What follows belongs to an exercise in optimizing a design on an open flow for small area, a short achievable clock period and few clock cycles; a production flow would make more cautious choices. No activity file was given, so power comes from the tool's default toggle rates.

==> v25: inputs <==
## pass_comparator
module pass_comparator (
    input  wire        clk,
    input  wire        rst,
    input  wire        start,
    input  wire        coded,       
    input  wire [1:0]  trap,        
    input  wire [1:0]  trap_tag,    
    input  wire [7:0]  p_len,       
    input  wire [7:0]  k_len,       
    output wire        ready,
    output reg         rd_en,
    output wire [6:0]  rd_addr,
    input  wire [63:0] p_value,
    input  wire [19:0] p_lii,
    input  wire [1:0]  p_tag,
    input  wire [63:0] k_value,
    input  wire [19:0] k_lii,
    input  wire [1:0]  k_tag,
    output reg         done,
    output reg  [3:0]  verdict,
    output wire [7:0]  word,
    output wire [63:0] sig
);
    localparam [1:0] TAG_BITS = 2'd0, TAG_INT = 2'd1, TAG_REAL64 = 2'd2, TAG_REAL32 = 2'd3;
    localparam [3:0] V_PASS       = 4'h0,
                     V_VALUE      = 4'h1,
                     V_CODE       = 4'h2,
                     V_INT_RANGE  = 4'h3,
                     V_REAL_RANGE = 4'h4,
                     V_REAL_NAN   = 4'h5,
                     V_LENGTH     = 4'h6,
                     V_INDEX      = 4'h7,
                     V_CODE_TRAP  = 4'h8,
                     V_RESIDUE    = 4'h9;
    reg         busy;         
    reg         md;           
    reg  [4:0]  mcnt;         
    reg  [6:0]  a;            
    reg  [6:0]  n;            
    reg         chk_valid;    
    reg         full;         
    reg         wvalid;       
    reg  [63:0] ncrc;         
    wire [6:0] am2 = a - 7'd2;
    assign ready   = !busy;
    assign rd_addr = md ? am2 : a;               
    assign word    = wvalid ? {1'b0, am2} : 8'hFF;
    assign sig     = ncrc;
    wire [63:0] p = p_value;
    wire [63:0] k = k_value;
    wire [63:0] e = k ^ p;
    wire        is_int  = (p_tag == TAG_INT);
    wire        is_real = p_tag[1];
    wire        is64    = !p_tag[0];                 
    wire [10:0] e64     = p[62:52];
    wire [7:0]  e32     = p[30:23];
    wire        e64z    = (e64 == 11'd0);
    wire        e32z    = (e32 == 8'd0);
    wire        e64m    = &e64;
    wire        e32m    = &e32;
    wire [4:0] lead = is64 ? p[51:47] : p[22:18];
    wire       sub  = is64 ? e64z : e32z;
    wire       sh1  = lead[4];
    wire       sh2  = !lead[4] && lead[3];
  ...
Settings: LEC_CHECK=0, CAP_MARGIN=20, CORE_MARGIN=2, CORE_UTILIZATION=55, PLACE_DENSITY=0.75, SLEW_MARGIN=20, SYNTH_HIERARCHICAL=1; clock period 70.0 ns.
standard.sh (not shown) runs the stock make flow with config.mk's settings and CLKGATE_MAP_FILE= SYNTH_SCRIPT=/design/flow/synth_recipe.tcl, a recipe that flattens the netlist after the stock synthesis.
==> flow/flow/run.sh <==
#!/bin/bash
# The standard layout (standard.sh, its synthesis unchanged), with two
# changes to how the layout is made:
# - every input and output port is buffered by a plain buf_1 (repair may
#   resize it) instead of the delay buffer buffer_ports picks by itself;
set -euo pipefail
bash standard.sh synth > synth.log 2>&1
export BUFFER_PORTS_ARGS="-buffer_cell sky130_fd_sc_hd__buf_1"
export SETUP_SLACK_MARGIN=52.5
bash standard.sh floorplan > floorplan.log 2>&1
bash standard.sh place > place.log 2>&1
bash standard.sh cts > cts.log 2>&1
bash standard.sh route > route.log 2>&1
bash standard.sh finish > finish.log 2>&1
==> v12: changes against v25 <==
--- a/flow/design.v
+++ b/flow/design.v
@@ -53,34 +53,47 @@
     wire        is_real = p_tag[1];
     wire        is64    = !p_tag[0];                 
     wire [10:0] e64     = p[62:52];
     wire [7:0]  e32     = p[30:23];
     wire        e64z    = (e64 == 11'd0);
     wire        e32z    = (e32 == 8'd0);
     wire        e64m    = &e64;
     wire        e32m    = &e32;
-    wire [4:0] lead = is64 ? p[51:47] : p[22:18];
-    wire       sub  = is64 ? e64z : e32z;
-    wire       sh1  = lead[4];
-    wire       sh2  = !lead[4] && lead[3];
-    wire       sh3  = !lead[4] && !lead[3] && lead[2];
-    wire       sh4  = !lead[4] && !lead[3] && !lead[2] && lead[1];
-    wire       sh5  = !lead[4] && !lead[3] && !lead[2] && !lead[1];
+    wire       k64  = !k_tag[0];
+    wire [4:0] l64  = p[51:47];
+    wire [4:0] l32  = p[22:18];
+    wire [4:0] s64  = {!l64[4] && !l64[3] && !l64[2] && !l64[1],
+                       !l64[4] && !l64[3] && !l64[2] && l64[1],
+                       !l64[4] && !l64[3] && l64[2],
+                       !l64[4] && l64[3],
+                       l64[4]};
+    wire [4:0] s32  = {!l32[4] && !l32[3] && !l32[2] && !l32[1],
+                       !l32[4] && !l32[3] && !l32[2] && l32[1],
+                       !l32[4] && !l32[3] && l32[2],
+                       !l32[4] && l32[3],
+                       l32[4]};
+    wire [4:0] shs  = k64 ? s64 : s32;
+    wire [4:0] lead = k64 ? l64 : l32;
+    wire       sh1  = shs[0];
+    wire       sh2  = shs[1];
+    wire       sh3  = shs[2];
+    wire       sh4  = shs[3];
+    wire       sh5  = shs[4];
     wire [2:0] esub = {sh1 | sh2, sh3 | sh4, sh1 | sh3 | (sh5 & lead[0])};
     wire [51:0] pl1 = {p[50:0], 1'b0};
     wire [51:0] pl2 = {p[49:0], 2'b0};
     wire [51:0] pl3 = {p[48:0], 3'b0};
     wire [51:0] pl4 = {p[47:0], 4'b0};
     wire [51:0] pl5 = {p[46:0], 5'b0};
     wire [51:0] psh = ({52{sh1}} & pl1) | ({52{sh2}} & pl2) | ({52{sh3}} & pl3)
                     | ({52{sh4}} & pl4) | ({52{sh5}} & pl5);
     wire [51:0] es  = k[51:0] ^ psh;
-    wire frac64_ok = sub ? !(|es[51:0]) : !(|e[51:0]);
-    wire frac32_ok = sub ? !(|es[22:0]) : !(|e[22:0]);
+    wire frac64_ok = e64z ? !(|es[51:0]) : !(|e[51:0]);
+    wire frac32_ok = e32z ? !(|es[22:0]) : !(|e[22:0]);
     wire [10:0] x64 = e64m ? e64 : (e64z ? {8'd0, esub} : e64 + 11'd5);
     wire [7:0]  x32 = e32m ? e32 : (e32z ? {5'd0, esub} : e32 + 8'd5);
     wire ok_bits = &e;
     wire ok_r64  = e[63] && frac64_ok && (k[62:52] == x64);
     wire ok_r32  = !(|e[63:32]) && e[31] && frac32_ok && (k[30:23] == x32);
     wire int_eq;
     int_check u_int (.p(p), .k(k), .e(e), .eq(int_eq));
     wire val_ok = (p_tag == TAG_BITS) ? ok_bits :
==> flow/config.mk (replaced) <==
export PLATFORM = sky130hd
export DESIGN_NAME = pass_comparator
export DESIGN_NICKNAME = pass_comparator
export VERILOG_FILES = /design/flow/design.v
export SDC_FILE = /design/flow/constraint.sdc
export NUM_CORES = 4
export LEC_CHECK = 0
export CAP_MARGIN = 20
export CORE_MARGIN = 2
export CORE_UTILIZATION = 40
export SLEW_MARGIN = 20
export SYNTH_HIERARCHICAL = 1
==> v16: changes against v25 <==
==> flow/config.mk (replaced) <==
export PLATFORM = sky130hd
export DESIGN_NAME = pass_comparator
export DESIGN_NICKNAME = pass_comparator
export VERILOG_FILES = /design/flow/design.v
export SDC_FILE = /design/flow/constraint.sdc
export NUM_CORES = 4
export LEC_CHECK = 0
export CAP_MARGIN = 20
export CORE_MARGIN = 2
export CORE_UTILIZATION = 40
export SLEW_MARGIN = 20
export SYNTH_HIERARCHICAL = 1
==> comparison table <==
	v16	v25	v12
Insertion delay of the later-clocked pin in the worst-skew pair	0.41 ns	0.40 ns	0.41 ns
Largest fanout on the critical path	13	18	17
Largest net degree at the start of global routing	68	68	63
Share of synthesized cell area in and, or, nand and nor gates	16.5%	16.5%	16.5%
Mux contribution to synthesized area	2.80%	2.80%	0.649%
Result of the run	complete, no violations	complete, no violations	complete, no violations
Final instance area	25200 µm²	24800 µm²	25000 µm²
Ratio of final minimum period to clock period	25.2%	25.2%	25.2%
Register-to-register setup slack	63.26 ns	63.16 ns	63.24 ns
Leak Pwr	10.2 nW	10.1 nW	10.1 nW
Number of cells on the worst reg-to-reg path	26	26	27
Total met2 wirelength after detailed routing	55.2 mm	47.0 mm	52.9 mm
Synthesized-area fraction occupied by adder cells	3.94%	3.94%	3.99%
Wire length of the first global-routing pass	172 mm	160 mm	164 mm
Total stage count of the critical path	11	12	11
No run of this note included a check of the RTL's function; only the layout flow was run.

[port drivers added, routing unchanged]
The flow's constraints put no driver on any port. The routed layouts listed below were extracted and timed again, unchanged, in two steps. Step 1 assumes that a clkbuf_16 drives the clock port and a buf_2 every other input. Step 2 times the ports against the registers' clock, not the clock port: input delays grow and output delays shrink by t, the midpoint of the rising clock arrivals with the driver on. a / b / c = ideal ports / drivers / drivers and shift; a / b = the first two.
run | t (ns) | slack for setup (ns) | worst slew at a driven data input, ns
v25 | 0.456 | 52.346 / 52.379 / 51.923 | 0.07
v12 | 0.467 | 52.389 / 52.421 / 51.955 | 0.12
v16 | 0.454 | 52.390 / 52.420 / 51.966 | 0.07
After both steps every run listed still meets setup and hold. The setup slack of v12, which loses most, moves by +0.032 ns with the drivers and by -0.434 ns with both steps.
